Background: an optimization exercise with open tools, aiming at small area, a short achievable clock period and few clock cycles per item. Do not read the settings as production practice. The RTL was checked by simulation tests, not by an equivalence proof against the original design.

## flow/design.v (module list and top-level ports; edited modules follow where they fit)
// module sfl_frame_check: 767 lines
module sfl_frame_check (
    input  wire         clk,
    input  wire         rst,             
    input  wire         start,           
    input  wire [383:0] frame,           
    input  wire [31:0]  cid,
    input  wire [1:0]   conn_state,      
    input  wire [15:0]  last_seq,        
    input  wire [15:0]  connect_seq,     
    output wire         ready,
    output reg          done,
    output wire         accept,
    output wire         ok_a,
    output wire         ok_b,
    output reg          hdr_ok,
    output reg          seq_ok,
    output wire         restart,
    output wire [7:0]   lost,
    output wire [3:0]   conn,
    output wire [7:0]   kind,
    output wire [15:0]  seq,
    output wire [15:0]  echo
);
  // ...
==> flow/flow/run.sh <==
#!/bin/bash
set -euo pipefail
bash standard.sh finish \
  "BUFFER_PORTS_ARGS=-buffer_cell sky130_fd_sc_hd__buf_2" \
  "SETUP_SLACK_MARGIN=7" > flow_make.log 2>&1
==> flow/standard.sh <==
#!/bin/bash
# synth_recipe.tcl (not shown) runs the flow's synth.tcl, then flattens the netlist and writes it again
# the make line also repeats each setting of config.mk as NAME=value (left out here)
make -C /OpenROAD-flow-scripts/flow DESIGN_CONFIG=/design/flow/config.mk WORK_HOME=/design/flow/orfs CLKGATE_MAP_FILE= SYNTH_SCRIPT=/design/flow/synth_recipe.tcl "${@:-finish}"
==> flow/config.mk <==
export PLATFORM = sky130hd
export DESIGN_NAME = sfl_frame_check
export DESIGN_NICKNAME = sfl_frame_check
export VERILOG_FILES = /design/flow/design.v
export SDC_FILE = /design/flow/constraint.sdc
export NUM_CORES = 4
export LEC_CHECK = 0
export CAP_MARGIN = 20
export CORE_MARGIN = 2
export CORE_UTILIZATION = 30
export SLEW_MARGIN = 20
export TNS_END_PERCENT = 0
==> flow/constraint.sdc <==
create_clock -name core_clock -period 10.0 [get_ports {clk}]
set_input_delay 2.0000 -clock core_clock [delete_from_list [all_inputs] [get_ports {clk}]]
set_output_delay 2.0000 -clock core_clock [all_outputs]
set_load 0.01 [all_outputs]
==> results.ini, run 1 <==
[cells_and_area]
n_fill_cell = 7319
clk_share_pct = 0.926
num-nets-final = 3717
sh_seq_area_pct = 5.15
drive_gt1_share_pct = 38.1
multi_input_area_mm2 = 0.0228
reg.largest.list = crc_a: 32 flops, crc_b: 32 flops, lost_r: 8 flops
buffers = 824

[hold_path]
hold_depth = 1
min_to = ph[2]$_SDFF_PP0_

[critical_path]
cp-start-kind = input port
worst_path_max_delay_cell = a222oi_1
endpoint_kind = register
rrSetupSlack_ns = 5.34
worstSetupPathType = input port to register
worst_ep_arrival_time_ns = 5.09

[cts]
clock_latency_ns = 0.40
htreeDepth = 3
cts_tree = built
clock_sinks = 80
cts_root_buf = clkbuf_16
cts_setup_buffers = 53

[timing]
hold_violations = 0
fin_crit_sh_pct = 47.6
slew_headroom_pct = 12.0
fin_ws_ns = 5.24

[yosys]
synth_top_cell_by_area = xnor2_1
async_flop_share_pct = 0
synth_seq_cells = 80
synth_top_family_by_area = XOR/XNOR gates

[placed_design]
dpl_worst_slack_ns = 3.89
gp_routability_congestion = 1.11

[die]
die_area_mm2 = 0.0748
core_mm2 = 0.0717
fp-row-count = 98

[grt]
grt-busiest-layer = met2

[run_status]
status = timing/DRC/antenna clean

Testbench counts, summed over its fixed seeds: cycles 16,000, frames 3,200.
==> run 2, diff against run 1 <==
==> flow/flow/run.sh (replaced) <==
#!/bin/bash
set -euo pipefail
bash standard.sh finish \
  "BUFFER_PORTS_ARGS=-buffer_cell sky130_fd_sc_hd__buf_2" \
  "SETUP_SLACK_MARGIN=6" > flow_make.log 2>&1
--- a/flow/config.mk
+++ b/flow/config.mk
@@ -8,5 +8,5 @@
 export CAP_MARGIN = 20
 export CORE_MARGIN = 2
-export CORE_UTILIZATION = 30
+export CORE_UTILIZATION = 35
 export SLEW_MARGIN = 20
 export TNS_END_PERCENT = 0
==> run 2 against run 1 <==
Against the previous run: die area decreased by 14%; non-clock buffer count decreased by 51; still clean; register-to-register slack got worse by 0.10 ns; utilization increased by 4.4 points; critical path type unchanged; global-route usage increased by 5.7 points; critical endpoint is now crc_a[21]$_DFF_P_.
==> results.ini, run 2 <==
[hold_path]
hold_path.class = register to register  ; unchanged

[die]
dieHeight_um = 253  ; was 273 µm
fp-row-count = 91  ; was 98
start_util_pct = 35.4  ; was 30.4%
die_area_mm2 = 0.0642  ; was 0.0748 mm²
io_pins = 513  ; unchanged
die_w_um = 253  ; was 273 µm
core_mm2 = 0.0616  ; was 0.0717 mm²

[yosys]
yosys_warnings = 1  ; unchanged
syn_nets = 3043  ; unchanged
synthDistinctLibCells = 54  ; unchanged
synth_common_cells = 1403 x xnor2_1, 342 x xor2_1, 80 x dfxtp_1  ; unchanged
synth_seq_cells = 80  ; unchanged
synth_top_area_share_pct = 56.4  ; unchanged
synth_top_cell_by_area = xnor2_1  ; unchanged
synth_edf_count = 0  ; unchanged
synthMostInstantiatedCell = xnor2_1  ; unchanged
async_flop_share_pct = 0  ; unchanged
syn_area_per_cell_um2 = 8.46  ; unchanged
yosys-top-cells-area = xnor2_1 56%, xor2_1 14%, dfxtp_1 7.4%, a222oi_1 2.9%, nor4_1 1.8%  ; unchanged
synth_ff_type = dfxtp_1  ; unchanged
netlist_area_mm2 = 0.0218  ; unchanged
yosysSeqAreaShare_pct = 7.35  ; unchanged
netlist_instances = 2574  ; unchanged

[critical_path]
cpPeakStageDelay_ns = 0.70  ; was 0.44 ns
worstPathCellList = buf_2 > a22o_1 > a21oi_1 > xor2_1 > xnor2_2 > xnor2_1 > xnor2_2 > xnor2_1 > xnor2_1  ; was buf_2 > a222oi_1 > buf_4 > xnor2_4 > xor2_1 > xnor2_1 > xnor2_1 > xor2_1 > xnor2_1 > xnor2_1 > xnor2_1
endpoint_kind = register  ; unchanged
worst_path_max_delay_cell = a21oi_1  ; was a222oi_1
cp-start-kind = input port  ; unchanged
worst_ep_arrival_time_ns = 5.22  ; was 5.09 ns
worst_path_most_repeated_cell = xnor2_1  ; unchanged
critical_path_required_ns = 10.28  ; was 10.33 ns
rrSetupSlack_ns = 5.24  ; was 5.34 ns
worstPathMaxFanout = 3  ; was 6
worstSetupPathType = input port to register  ; unchanged

[cts]
cts_tree = built  ; unchanged
htreeDepth = 3  ; unchanged
clkTransAtPathRegs_ns = 0.08  ; was 0.09 ns
clock_sinks = 80  ; unchanged
cts_root_buf = clkbuf_16  ; unchanged
clock_latency_ns = 0.41  ; was 0.40 ns
cts_inserted_buffers = 9  ; unchanged
clock_path_buffers = 2  ; unchanged

[timing]
rsz0062_at_grt = yes  ; unchanged
max_freq_ghz = 0.202  ; was 0.210 GHz
hold_violations = 0  ; unchanged
worst_slew_pin_slew_ns = 1.33  ; was 1.31 ns
slew_headroom_pct = 10.8  ; was 12.0%
tns_ns = 0  ; unchanged
fin_crit_sh_pct = 49.4  ; was 47.6%
skew_ns = 0.0143  ; was 0.0137 ns
setup_viol = 0  ; unchanged
worst_hold_slack_ns = 0.684  ; was 0.703 ns
finalMaxSlewViolations = 0  ; unchanged
layout_min_cycle_time_ns = 4.94  ; was 4.76 ns

[cells_and_area]
instances_no_fill = 4049  ; was 4216
area_growth_pct = 36.0  ; was 43.9%
reg.largest.list = crc_a: 32 flops, crc_b: 32 flops, lost_r: 8 flops  ; unchanged
num-nets-final = 3666  ; was 3717
drive_gt1_share_pct = 34.9  ; was 38.1%
final_cell_mix = 1216 x xnor2_1, 511 x buf_2, 291 x xor2_1, 250 x buf_4, 164 x xnor2_2  ; was 1177 x xnor2_1, 509 x buf_2, 276 x xor2_1, 269 x buf_4, 184 x xnor2_2
final_util_pct = 48.1  ; was 43.7%
layout_commonest_cell = xnor2_1  ; unchanged

[detailed_routing]
wire_per_inst_um = 45.4  ; was 45.8 µm
viasPerCell = 6.19  ; was 5.85
drt_iter0_markers = 4573  ; was 4148
drc_errors = 0  ; unchanged
vias = 25059  ; was 24666
routed_wirelength_um = 184000  ; was 193000 µm
ant_nets = 0  ; unchanged
first_pass_iters = 11  ; was 9

[grt]
overflow = 0  ; unchanged
grt_pass1_wl_um = 232000  ; was 242000 µm
grt_pass1_vias = 23724  ; was 23577
grt_antenna_before_repair = 12  ; was 19
grtUsageTotal_pct = 56.0  ; was 50.4%
grt_max_degree = 86  ; was 128

[placed_design]
gp_routability_congestion = 1.17  ; was 1.11
place_hpwl_um = 157000  ; was 168000 µm
io_buffers = 512  ; unchanged
dp_cells = 3950  ; was 4066

[run]
cap_violations = 0  ; unchanged

[run_status]
status = timing/DRC/antenna clean  ; unchanged

[run 2: kinds of logic after synthesis]
group | Yosys count | synth area share, %
AOI/OAI and AO/OA | 299 | 9.85
xor gates and xnor gates | 1757 | 71.1
adders and majority gates | 16 | 0.954
buffers and inverters | 183 | 4.37
DFF | 80 | 7.35
and+or+nand+nor | 239 | 6.38
[run 2: critical path: cells and delay by family]
family	cells	cell delay (ns)
AOI/OAI and AO/OA	2	1.01
xor gates and xnor gates	6	2.03
buffers and inverters	1	0.18
[run 2: worst paths after layout]
check	startpoint	to	cells after the start
worst max-delay path	frame[69]	crc_a[21]$_DFF_P_	9
worst min-delay path	ph[1]$_SDFF_PP0_	ph[2]$_SDFF_PP0_	1
worst max register to register	ph[1]$_SDFF_PP0_	crc_b[26]$_DFF_P_	11
worst min register to register	ph[1]$_SDFF_PP0_	ph[2]$_SDFF_PP0_	1
[run 2: metal layers]
layer  up-vias  share of wire, %  GRT usage [%]
li1       9679                 -              -
met1     11981                35           64.5
met2      2619                38           76.4
met3       774                15           25.7
met4         6                12           51.4
met5         -             0.018              0
[run 2: layout make-up]
type	count	area (µm²)
sequential	80	1610
fill	6149	32000
multi-input combinational	2311	21900
clock buffer	10	239
tap	837	1050
clock inverter	6	88.8
inverter	22	95.1
antenna	10	25.0
timing repair buffer	773	4620
[run 2: timing repair]
| action | 4_1_cts | 5_1_grt |
|---|---|---|
| pin swaps | 37 | 22 |
| hold buffers | 0 | 0 |
| endpoints found under the setup margin | 132 | 132 |
| resized for setup | 305 | 38 |
| hold endpoints to repair | 0 | 0 |
| setup buffers | 52 | 21 |
[run 2: per-stage QoR]
step / worst slack [ns] / instance area (µm²)
after floorplan: 5.48 / 21900
after global placement: 3.96 / 26100
after detailed placement: 3.97 / 26200
after CTS: 5.41 / 29200
after global routing: 5.25 / 29600
final: 5.06 / 29600
==> run 3, diff against run 2 <==
==> flow/flow/run.sh (replaced) <==
#!/bin/bash
set -euo pipefail
MARGIN="${FLOW_SETUP_MARGIN:-6}"
bash standard.sh finish \
  "BUFFER_PORTS_ARGS=-buffer_cell sky130_fd_sc_hd__buf_1" \
  "SETUP_SLACK_MARGIN=${MARGIN}" > flow_make.log 2>&1
--- a/flow/config.mk
+++ b/flow/config.mk
@@ -8,5 +8,5 @@
 export CAP_MARGIN = 20
 export CORE_MARGIN = 2
-export CORE_UTILIZATION = 35
+export CORE_UTILIZATION = 30
 export SLEW_MARGIN = 20
 export TNS_END_PERCENT = 0
==> run 3 against run 2 <==
Against the previous run: clock skew shrank 0.0014 ns; count of clock-buffer cells in the layout unchanged; fmax shrank 1.0%; cell area down 1.4%; sequential share of layout area grew 0.078 points; sequential cell count stayed put; die area rose by 16%; global-route usage fell by 5.7 points; wire length is 4.7% higher.
==> results.ini, run 3 <==
[critical_path]
worst_ep_arrival_time_ns = 5.28  ; was 5.22 ns
critical_path_required_ns = 10.29  ; was 10.28 ns
worst_path_most_repeated_cell = xnor2_1  ; unchanged
cpPeakStageDelay_ns = 0.69  ; was 0.70 ns
cp_top_family = XOR/XNOR gates  ; unchanged
reg2reg_depth = 11  ; unchanged
endpoint_kind = register  ; unchanged
critPathBufInv = 2  ; was 1
cp-start-kind = input port  ; unchanged
worstPathMaxFanout = 5  ; was 3
worstPathCellList = buf_1 > a22o_1 > a21oi_1 > buf_4 > xnor2_1 > xnor2_1 > xnor2_1 > xnor2_1 > xnor2_1 > xnor2_1 > xnor2_1  ; was buf_2 > a22o_1 > a21oi_1 > xor2_1 > xnor2_2 > xnor2_1 > xnor2_2 > xnor2_1 > xnor2_1
worstSetupPathType = input port to register  ; unchanged
worst_path_max_delay_cell = xnor2_1  ; was a21oi_1
crit_cells = 11  ; was 9

[yosys]
synth_ff_type = dfxtp_1  ; unchanged
async_flop_share_pct = 0  ; unchanged
syn_nets = 3043  ; unchanged
synth_top_area_share_pct = 56.4  ; unchanged
synth_seq_cells = 80  ; unchanged
synth_common_cells = 1403 x xnor2_1, 342 x xor2_1, 80 x dfxtp_1  ; unchanged
synth_edf_count = 0  ; unchanged
yosysSeqAreaShare_pct = 7.35  ; unchanged
synth_top_cell_by_area = xnor2_1  ; unchanged
syn_area_per_cell_um2 = 8.46  ; unchanged
yosys-top-cells-area = xnor2_1 56%, xor2_1 14%, dfxtp_1 7.4%, a222oi_1 2.9%, nor4_1 1.8%  ; unchanged
synthMostInstantiatedCell = xnor2_1  ; unchanged
netlist_instances = 2574  ; unchanged
synthDistinctLibCells = 54  ; unchanged
yosys_warnings = 1  ; unchanged
netlist_area_mm2 = 0.0218  ; unchanged

[timing]
layout_min_cycle_time_ns = 4.99  ; was 4.94 ns
tns_ns = 0  ; unchanged
skew_ns = 0.0129  ; was 0.0143 ns
fin_ws_ns = 5.01  ; was 5.06 ns
hold_violations = 0  ; unchanged
setup_viol = 0  ; unchanged
fin_crit_sh_pct = 49.9  ; was 49.4%
worst_slew_pin_slew_ns = 1.20  ; was 1.33 ns
worst_hold_slack_ns = 0.681  ; was 0.684 ns
finalMaxSlewViolations = 0  ; unchanged
slew_headroom_pct = 19.6  ; was 10.8%
rsz0062_at_grt = yes  ; unchanged
max_freq_ghz = 0.200  ; was 0.202 GHz

[detailed_routing]
ant_nets = 0  ; unchanged
viasPerCell = 5.90  ; was 6.19
drt_iter0_markers = 4264  ; was 4573
routed_wirelength_um = 193000  ; was 184000 µm
drc_errors = 0  ; unchanged
vias = 24575  ; was 25059
first_pass_iters = 11  ; unchanged
wire_per_inst_um = 46.3  ; was 45.4 µm

[cells_and_area]
num-nets-final = 3670  ; was 3666
layout_commonest_cell = xnor2_1  ; unchanged
drive_gt1_share_pct = 19.1  ; was 34.9%
reg.largest.list = crc_a: 32 flops, crc_b: 32 flops, lost_r: 8 flops  ; unchanged
final_cell_mix = 1226 x xnor2_1, 500 x buf_1, 295 x xor2_1, 250 x buf_4, 146 x xnor2_2  ; was 1216 x xnor2_1, 511 x buf_2, 291 x xor2_1, 250 x buf_4, 164 x xnor2_2
area_growth_pct = 34.1  ; was 36.0%
fin_area_mm2 = 0.0292  ; was 0.0296 mm²
instances_no_fill = 4162  ; was 4049

[die]
core_mm2 = 0.0717  ; was 0.0616 mm²
start_util_pct = 30.4  ; was 35.4%
fp-row-count = 98  ; was 91
die_w_um = 273  ; was 253 µm
die_area_mm2 = 0.0748  ; was 0.0642 mm²
io_pins = 513  ; unchanged
dieHeight_um = 273  ; was 253 µm

[grt]
grt_pass1_vias = 23482  ; was 23724
grt_max_degree = 133  ; was 86
overflow = 0  ; unchanged
grt_antenna_before_repair = 15  ; was 12
grt_pass1_wl_um = 242000  ; was 232000 µm
grtUsageTotal_pct = 50.3  ; was 56.0%

[placed_design]
dp_cells = 4087  ; was 3950
gp_routability_congestion = 1.11  ; was 1.17
place_hpwl_um = 168000  ; was 157000 µm
dpl_cell_area_mm2 = 0.0259  ; was 0.0262 mm²
io_buffers = 512  ; unchanged
dpl_worst_slack_ns = 3.74  ; was 3.97 ns

[run_status]
status = timing/DRC/antenna clean  ; unchanged

[cts]
cts_tree = built  ; unchanged
htreeDepth = 3  ; unchanged
clkTransAtPathRegs_ns = 0.09  ; was 0.08 ns
cts_hold_buf = 0  ; unchanged
clock_sinks = 80  ; unchanged
clock_latency_ns = 0.40  ; was 0.41 ns
cts_inserted_buffers = 9  ; unchanged
cts_root_buf = clkbuf_16  ; unchanged
clock_path_buffers = 2  ; unchanged

[run]
cap_violations = 0  ; unchanged

[hold_path]
hold_depth = 1  ; unchanged
hold_path.class = register to register  ; unchanged

## run 3: cell counts after synthesis
Identical to the previous run, type by type.
## run 3: logic make-up (layout without fill, tap and decap cells)
family	Yosys count	count (layout)	synth area share [%]
DFF	80	80	7.35
adders and majority gates	16	16	0.954
AOI/OAI and AO/OA	299	299	9.85
xor gates and xnor gates	1757	1757	71.1
buffers and inverters	183	815	4.37
and+or+nand+nor	239	239	6.38
other	0	6	0
## run 3: area by class of cell
class,count,area [µm²]
inverter,22,95.1
antenna,6,15.0
clock buffer,10,229
sequential,80,1610
clock inverter,6,92.6
fill,7489,42500
tap,950,1190
multi-input combinational,2311,21900
timing repair buffer,777,4080
## run 3: what timing repair did
action	in CTS	in global routing
endpoints found under the setup margin	132	132
pin swaps	28	20
resized for setup	296	55
endpoints found under the hold margin	0	0
cloned	0	0
buffers inserted	37	16
## run 3: per-layer routing
metal | share of wire [%] | GRT usage, % | vias up
met5 | 0.038 | 0 | -
met3 | 13 | 16.0 | 536
met1 | 37 | 62.1 | 12137
met4 | 9.6 | 38.9 | 10
met2 | 40 | 72.1 | 2220
li1 | - | - | 9672
## run 3: worst paths after layout
kind | from | endpoint | slack, ns
worst max register to register | ph[0]$_SDFF_PP0_ | crc_b[7]$_DFF_P_ | 5.28
worst min-delay path | ph[1]$_SDFF_PP0_ | ph[2]$_SDFF_PP0_ | 0.68
worst max-delay path | frame[80] | crc_b[20]$_DFF_P_ | 5.01
worst min register to register | ph[1]$_SDFF_PP0_ | ph[2]$_SDFF_PP0_ | 0.68
## run 3: through the flow
stage	utilization [%]
after floorplan	-
after global placement	36.1
after detailed placement	36.1
after CTS	40.0
after global routing	40.7
final	40.7

-- port drivers added, routing unchanged --
Ports are ideal in the flow. The routed layouts listed here were re-timed in OpenROAD.
Step 1, drivers: a clkbuf_16 drives clk and a buf_2 each remaining input, both assumed.
Step 2 moves the port delays by t, midway between the first and last clock arrival at a register: inputs arrive t later, outputs are due t later. That takes back most of the time a late clock gives input paths.
Three values: no drivers, after step 1, after step 2; two values: the first two.
run	t (ns)	setup slack, ns	cell pins on the clock port's net
run 1	0.465	5.237 / 5.230 / 4.797	1
run 2	0.463	5.060 / 5.083 / 4.620	1
run 3	0.468	5.009 / 5.048 / 4.580	1
After both steps every run listed still meets setup and hold.
